What follows belongs to an exercise in optimizing a design on an open flow for small area, a short achievable clock period and few clock cycles; a production flow would make more cautious choices.
In this exercise RTL edits were held to simulation tests only and were not proved equivalent to the original.
No activity file was given, so power comes from the tool's default toggle rates.

===== config.mk =====
export PLATFORM = sky130hd
export DESIGN_NAME = pair_median
export DESIGN_NICKNAME = pair_median
export VERILOG_FILES = /design/flow/design.v
export SDC_FILE = /design/flow/constraint.sdc
export NUM_CORES = 4
export LEC_CHECK = 0
export CAP_MARGIN = 20
export CORE_MARGIN = 10
export CORE_UTILIZATION = 40
export SLEW_MARGIN = 20

===== design.v =====
module pair_median (
    input  wire               clk,
    input  wire               rst,         
    input  wire               in_valid,    
    input  wire               in_last,     
    input  wire [39:0]        in_tup,      
    input  wire [39:0]        in_tdn,      
    input  wire [4:0]         madk,        
    output reg                done,        
    output reg  [14:0]        keep,        
    output reg  [3:0]         nvalid,      
    output reg  signed [41:0] m2,          
    output reg         [42:0] mad4,        
    output reg  signed [41:0] dt_med2,     
    output reg         [40:0] tup_med2,    
    output reg         [40:0] tdn_med2     
);
    localparam [3:0] S_IDLE  = 4'd0,    
                     S_LOAD  = 4'd1,    
                     S_RANK  = 4'd2,    
                     S_STORE = 4'd3,    
                     S_DEV   = 4'd4,    
                     S_KEEP  = 4'd5,    
                     S_FILL  = 4'd6;    
    localparam [2:0] P_DT  = 3'd0,     
                     P_DEV = 3'd1,     
                     P_DTK = 3'd2,     
                     P_UP  = 3'd3,     
                     P_DN  = 3'd4;     
    reg [3:0]  state;
    reg [2:0]  phase;
    reg [3:0]  n;                      
    reg [3:0]  idx;
    reg [4:0]  k_madk;
    reg        [39:0] tup [0:14];
    reg        [39:0] tdn [0:14];
    reg signed [40:0] dt  [0:14];
    reg signed [42:0] v   [0:14];      
    reg [14:0] all_m;                  
    reg [14:0] keep_m;                 
    wire [14:0] members = (phase == P_DT || phase == P_DEV) ? all_m : keep_m;
    wire [3:0]  cnt;
    assign cnt = members[0] + members[1] + members[2] + members[3] + members[4] +
                 members[5] + members[6] + members[7] + members[8] + members[9] +
                 members[10] + members[11] + members[12] + members[13] + members[14];
    wire signed [42:0] cur = v[idx];
    reg [3:0] rank;
    integer b;
    always @* begin
        rank = 4'd0;
        for (b = 0; b < 15; b = b + 1)
            if (members[b] && (v[b] < cur || (v[b] == cur && b < idx)))
                rank = rank + 4'd1;
    end
    wire [3:0] r_lo = (cnt - 4'd1) >> 1;
    wire [3:0] r_hi = cnt >> 1;
    reg signed [42:0] lo, hi;
    wire signed [43:0] med2 = lo + hi;
    wire signed [41:0] dt2 = {dt[idx], 1'b0};
    wire        [41:0] dev = (dt2 >= m2) ? (dt2 - m2) : (m2 - dt2);
    wire [47:0] limit = k_madk * mad4;
    wire        in_limit = {3'd0, cur[42:0], 2'b00} <= limit;
    integer a;
    always @(posedge clk) begin
        if (rst) begin
            state <= S_IDLE;
            done  <= 1'b0;
        end else begin
            done <= 1'b0;
            case (state)
                S_IDLE, S_LOAD: if (in_valid) begin
                    if (state == S_IDLE) begin
                        k_madk <= madk;
                        all_m  <= 15'd1;       
                        n      <= 4'd1;
                        tup[0] <= in_tup;
                        tdn[0] <= in_tdn;
                        dt[0]  <= $signed({1'b0, in_tup}) - $signed({1'b0, in_tdn});
                        v[0]   <= $signed({1'b0, in_tup}) - $signed({1'b0, in_tdn});
                    end else begin
                        all_m[n] <= 1'b1;
                        n        <= n + 4'd1;
                        tup[n]   <= in_tup;
                        tdn[n]   <= in_tdn;
                        dt[n]    <= $signed({1'b0, in_tup}) - $signed({1'b0, in_tdn});
                        v[n]     <= $signed({1'b0, in_tup}) - $signed({1'b0, in_tdn});
                    end
                    if (in_last) begin
                        state <= S_RANK;
                        phase <= P_DT;
                        idx   <= 4'd0;
                    end else begin
                        state <= S_LOAD;
                    end
                end
                S_RANK: begin
                    if (members[idx]) begin
                        if (rank == r_lo) lo <= cur;
                        if (rank == r_hi) hi <= cur;
                    end
                    idx <= idx + 4'd1;
                    if (idx == 4'd14)
                        state <= S_STORE;
                end
                S_STORE: begin
                    idx   <= 4'd0;
                    state <= S_FILL;
                    case (phase)
                        P_DT:  begin m2 <= med2[41:0]; state <= S_DEV; end
                        P_DEV: begin
                            mad4  <= (med2[42:0] < 43'd4000) ? 43'd4000 : med2[42:0];
                            state <= S_KEEP;
                        end
                        P_DTK: begin dt_med2  <= med2[41:0]; phase <= P_UP; end
                        P_UP:  begin tup_med2 <= med2[40:0]; phase <= P_DN; end
                        default: begin
                            tdn_med2 <= med2[40:0];
                            keep     <= keep_m;
                            nvalid   <= cnt;
                            done     <= 1'b1;
                            state    <= S_IDLE;
                        end
                    endcase
                end
                S_DEV: begin
                    v[idx] <= {1'b0, dev};
                    idx    <= idx + 4'd1;
                    if (idx == 4'd14) begin
                        idx   <= 4'd0;
                        phase <= P_DEV;
                        state <= S_RANK;
                    end
                end
                S_KEEP: begin
                    keep_m[idx] <= all_m[idx] && in_limit;
                    idx         <= idx + 4'd1;
                    if (idx == 4'd14) begin
                        idx   <= 4'd0;
                        phase <= P_DTK;
                        state <= S_FILL;
                    end
                end
                S_FILL: begin
                    for (a = 0; a < 15; a = a + 1)
                        case (phase)
                            P_DTK:   v[a] <= {{2{dt[a][40]}}, dt[a]};
                            P_UP:    v[a] <= {3'b000, tup[a]};
                            default: v[a] <= {3'b000, tdn[a]};
                        endcase
                    state <= S_RANK;
                end
                default: state <= S_IDLE;
            endcase
        end
    end
endmodule

===== constraint.sdc =====
create_clock -name core_clock -period 18.0 [get_ports {clk}]
set_input_delay 3.6000 -clock core_clock [delete_from_list [all_inputs] [get_ports {clk}]]
set_output_delay 3.6000 -clock core_clock [all_outputs]
set_load 0.01 [all_outputs]

===== run.sh =====
#!/bin/bash
# synth_recipe.tcl (not shown) runs the flow's synth.tcl, then flattens the netlist and writes it again
# the make line also repeats each setting of config.mk as NAME=value (left out here)
make -C /OpenROAD-flow-scripts/flow DESIGN_CONFIG=/design/flow/config.mk WORK_HOME=/design/flow/orfs CLKGATE_MAP_FILE= SYNTH_SCRIPT=/design/flow/synth_recipe.tcl finish

==> flow_summary.yaml <==
outcome:
  status: "no timing/DRC/antenna violations"
clock_tree:
  postCtsSetupBuffers: 0
  clk_latency_ns: 1.00
  clock-sinks: 2912
  ctsResizeCount: 0
  cts.path.max_buffers: 4
  cts_inserted_buffers: 324
  cts_hold_buf: 0
  cts_tree: "built"
  htreeDepth: 5
  clk_pin_slew_ns: 0.06
  root_buffer: "clkbuf_16"
setup_path:
  path_common_cell: "ha_1"
  cp.required_ns: 18.64
  crit_path_max_incr_delay_ns: 0.88
  cp_max_fo: 30
  arrival_ns: 17.02
  criticalPathCategory: "reg -> reg"
  cp-start-kind: "flop"
  worst_setup_path_end_kind: "flop"
  rr_worst_depth: 66
  crit_path_top_delay_cell: "dfxtp_4"
timing:
  period_minus_slack_ns: 16.39
  worst_pin_slew_ns: 1.37
  slew_violations: 0
  clock.fmax_mhz: 61.0
  finalClockSkew_ns: 0.0789
  relSlewSlack_pct: 8.50
  rsz0062_at_grt: "no"
  setup_violations: 0
  tns_ns: 0
  hold_viol: 0
  fin_crit_sh_pct: 91.0
job:
  maxCapViolCount: 0
global_route:
  grt_max_degree: 158
  grt_pass1_wl_mm: 879
  grt_pass1_vias: 102000
  grtUsageTotal_pct: 31.5
  antenna_found_initial: 67
  overflow: 0
finish:
  final_cells: 17000
  area_growth_pct: 14.3
  final_nets: 12900
  ff_latch_area_um2: 87300
  layout-drive-gt1-share_pct: 11.7
  fin_area_um2: 171000
  nFillCells: 33000
  multiInputGateArea_um2: 58800
synthesis:
  synth-seq-area-share_pct: 58.4
  avgSynthCellArea_um2: 13.2
  yosys.area.top_type: "edfxtp_1"
  syn_inst: 11400
  syn-cell-area_um2: 149000
  synth-edff-count: 2901
  synthTopCellsByArea: "edfxtp_1 58%, ha_1 7.8%, mux4_2 6.4%"
  postSynth.asyncResetShare_pct: 0
  synth_top_area_share_pct: 58.3
  synth_flop_cell: "edfxtp_1"
  synth_most_common_cell: "edfxtp_1"
  synth-warning-count: 1
  synthTopCellsByCount: "2901 x edfxtp_1, 1065 x nand2_1, 935 x ha_1"
  synth_seq_cells: 2912
  syn-num-nets: 12500
  ys_types: 93
route:
  drc_errors: 0
  drt_iter0_markers: 17400
  dr.pass1.iters: 6
  via_count: 108000
  antenna_left: 0
  wl_per_cell_um: 38.3
  wirelength_mm: 651
  avgViaCountPerCell: 6.36
placed_design:
  placed_area_um2: 160000
  dp_hpwl_mm: 477
  place_inst: 16400
  portBuffers: 317
  gp_congestion: 1.01
floorplan:
  start_util_pct: 40.2
  ios: 318
  dieArea_um2: 398000
  core.rowCount: 224
  die_y_um: 631
  die_x_um: 631
  core_area_um2: 372000
power:
  p_per_area_nw_per_um2: 109
  finalPower_w: 0.0187
  ir_drop_uv: 78.7
  p_leak_nw: 61.4
hold_path:
  hp-class: "reg -> reg"
  min_path_cells: 2
==> routing by layer <==
layer | vias up | track usage, % | part of all wire (%)
met2 | 7337 | 45.7 | 42
met1 | 55400 | 46.6 | 43
li1 | 44500 | - | -
met4 | 26 | 9.66 | 3.6
met3 | 1019 | 7.82 | 12
met5 | - | 0 | 0.032
==> logic make-up after synthesis <==
group,share of synthesized area (%)
buffers and inverters,2.59
multiplexers,8.73
AND/OR/NAND/NOR,8.47
AO/OA/AOI/OAI,10.8
flip-flops,58.4
adder cells (fa/ha/maj),9.66
XOR/XNOR,1.34
==> registers in the layout, summed over array words and instances (netlist names), 42 cells and up, named ones only <==
name     count
mad4        43
dt         656
hi          43
m2          42
lo          43
dt_med2     42
tup        600
v          688
tdn        600
==> worst paths after layout <==
kind / startpoint / endpoint / slack, ns
setup / recovery: flop / lo[24] / 1.61
hold / removal: tdn[8][10] / v[8][10] / 0.52
setup reg to reg: flop / lo[24] / 1.61
hold reg to reg: tdn[8][10] / v[8][10] / 0.52
==> cells in the final DEF (no fill, tap or decap), drive strengths merged, types with 27 or more instances in the layout <==
| cell type | count |
|---|---|
| xor2 | 81 |
| a21o | 208 |
| o21a | 65 |
| mux2i | 325 |
| bufinv | 35 |
| nand2b | 80 |
| a21oi | 689 |
| mux4 | 425 |
| a221oi | 33 |
| fa | 137 |
| buf | 328 |
| o21bai | 39 |
| ha | 935 |
| nand4 | 164 |
| xnor2 | 131 |
| clkbuf | 375 |
| edfxtp | 2901 |
| a211oi | 104 |
| inv | 464 |
| nor2b | 78 |
| clkinv | 140 |
| nor2 | 564 |
| nand2 | 1065 |
| o21ai | 838 |
| and3 | 27 |
| nor3 | 84 |
| nor4 | 43 |
| and2 | 118 |
| o211ai | 335 |
| a21boi | 36 |
| a31oi | 36 |
| or2 | 30 |
| nand3 | 396 |
| clkdlybuf4s50 | 317 |
==> per-stage QoR <==
step / util (%) / setup WS, ns / hold slack [ns]
after floorplan: - / 2.31 / 0.439
after global placement: 42.9 / 1.60 / 0.512
after detailed placement: 43.0 / 1.95 / 0.512
after CTS: 45.8 / 1.85 / 0.516
after global routing: 45.9 / 0.965 / 0.537
final: 45.9 / 1.61 / 0.517
==> power breakdown <==
part / total, W / switching (W) / leakage [nW] / internal [W]
Clock: 0.00682 / 0.00295 / 5.16 / 0.00386
Sequential: 0.00774 / 0.0000611 / 26.2 / 0.00768
Combinational: 0.00411 / 0.00280 / 30.1 / 0.00131
Total: 0.0187 / 0.00581 / 61.4 / 0.0128
==> critical path, delay by kind of cell, from the launching register on <==
kind	cells	cell delay, ns
compound gates	27	5.69
fa+ha+maj	14	3.99
simple gates	13	2.01
mux	4	1.82
flops	1	0.88
buf+inv	5	0.75
xor+xnor	3	0.70
==> area by class of cell <==
type                       instances  share of cell area [%]
antenna                           24                  0.0352
clock inverter                   218                    1.40
clock buffer                     375                    4.87
multi-input combinational       7415                    34.5
tap                             4972                    3.64
timing repair buffer             645                    3.48
sequential                      2912                    51.1
inverter                         444                   0.976
Testbench counts, summed over its fixed seeds: cycles 38,635.

-- afterwards: timing with drivers on the ports --
No port has a modelled driver above. Below, the same layout with a new extraction and two added sets of constraints.
Step 1 assumes that a clkbuf_16 drives the clock port and a buf_2 every other input.
Step 2 moves the port delays by t, midway between the first and last clock arrival at a register: inputs arrive t later, outputs are due t later. That takes back most of the time a late clock gives input paths.
a / b / c = ideal / step 1 / step 2; a / b = the first two.
t (ns): 1.058
setup WS [ns]: 1.613 / 1.613 / 1.613
hold WS [ns]: 0.517 / 0.517 / 0.517
worst register clock-pin slew, ns: 0.07 / 0.07
worst slew at a driven data input, ns: 0.18
After both steps setup and hold are still met in this run. The setup slack of this run moves by 0.000 ns with the drivers and by 0.000 ns with both steps.
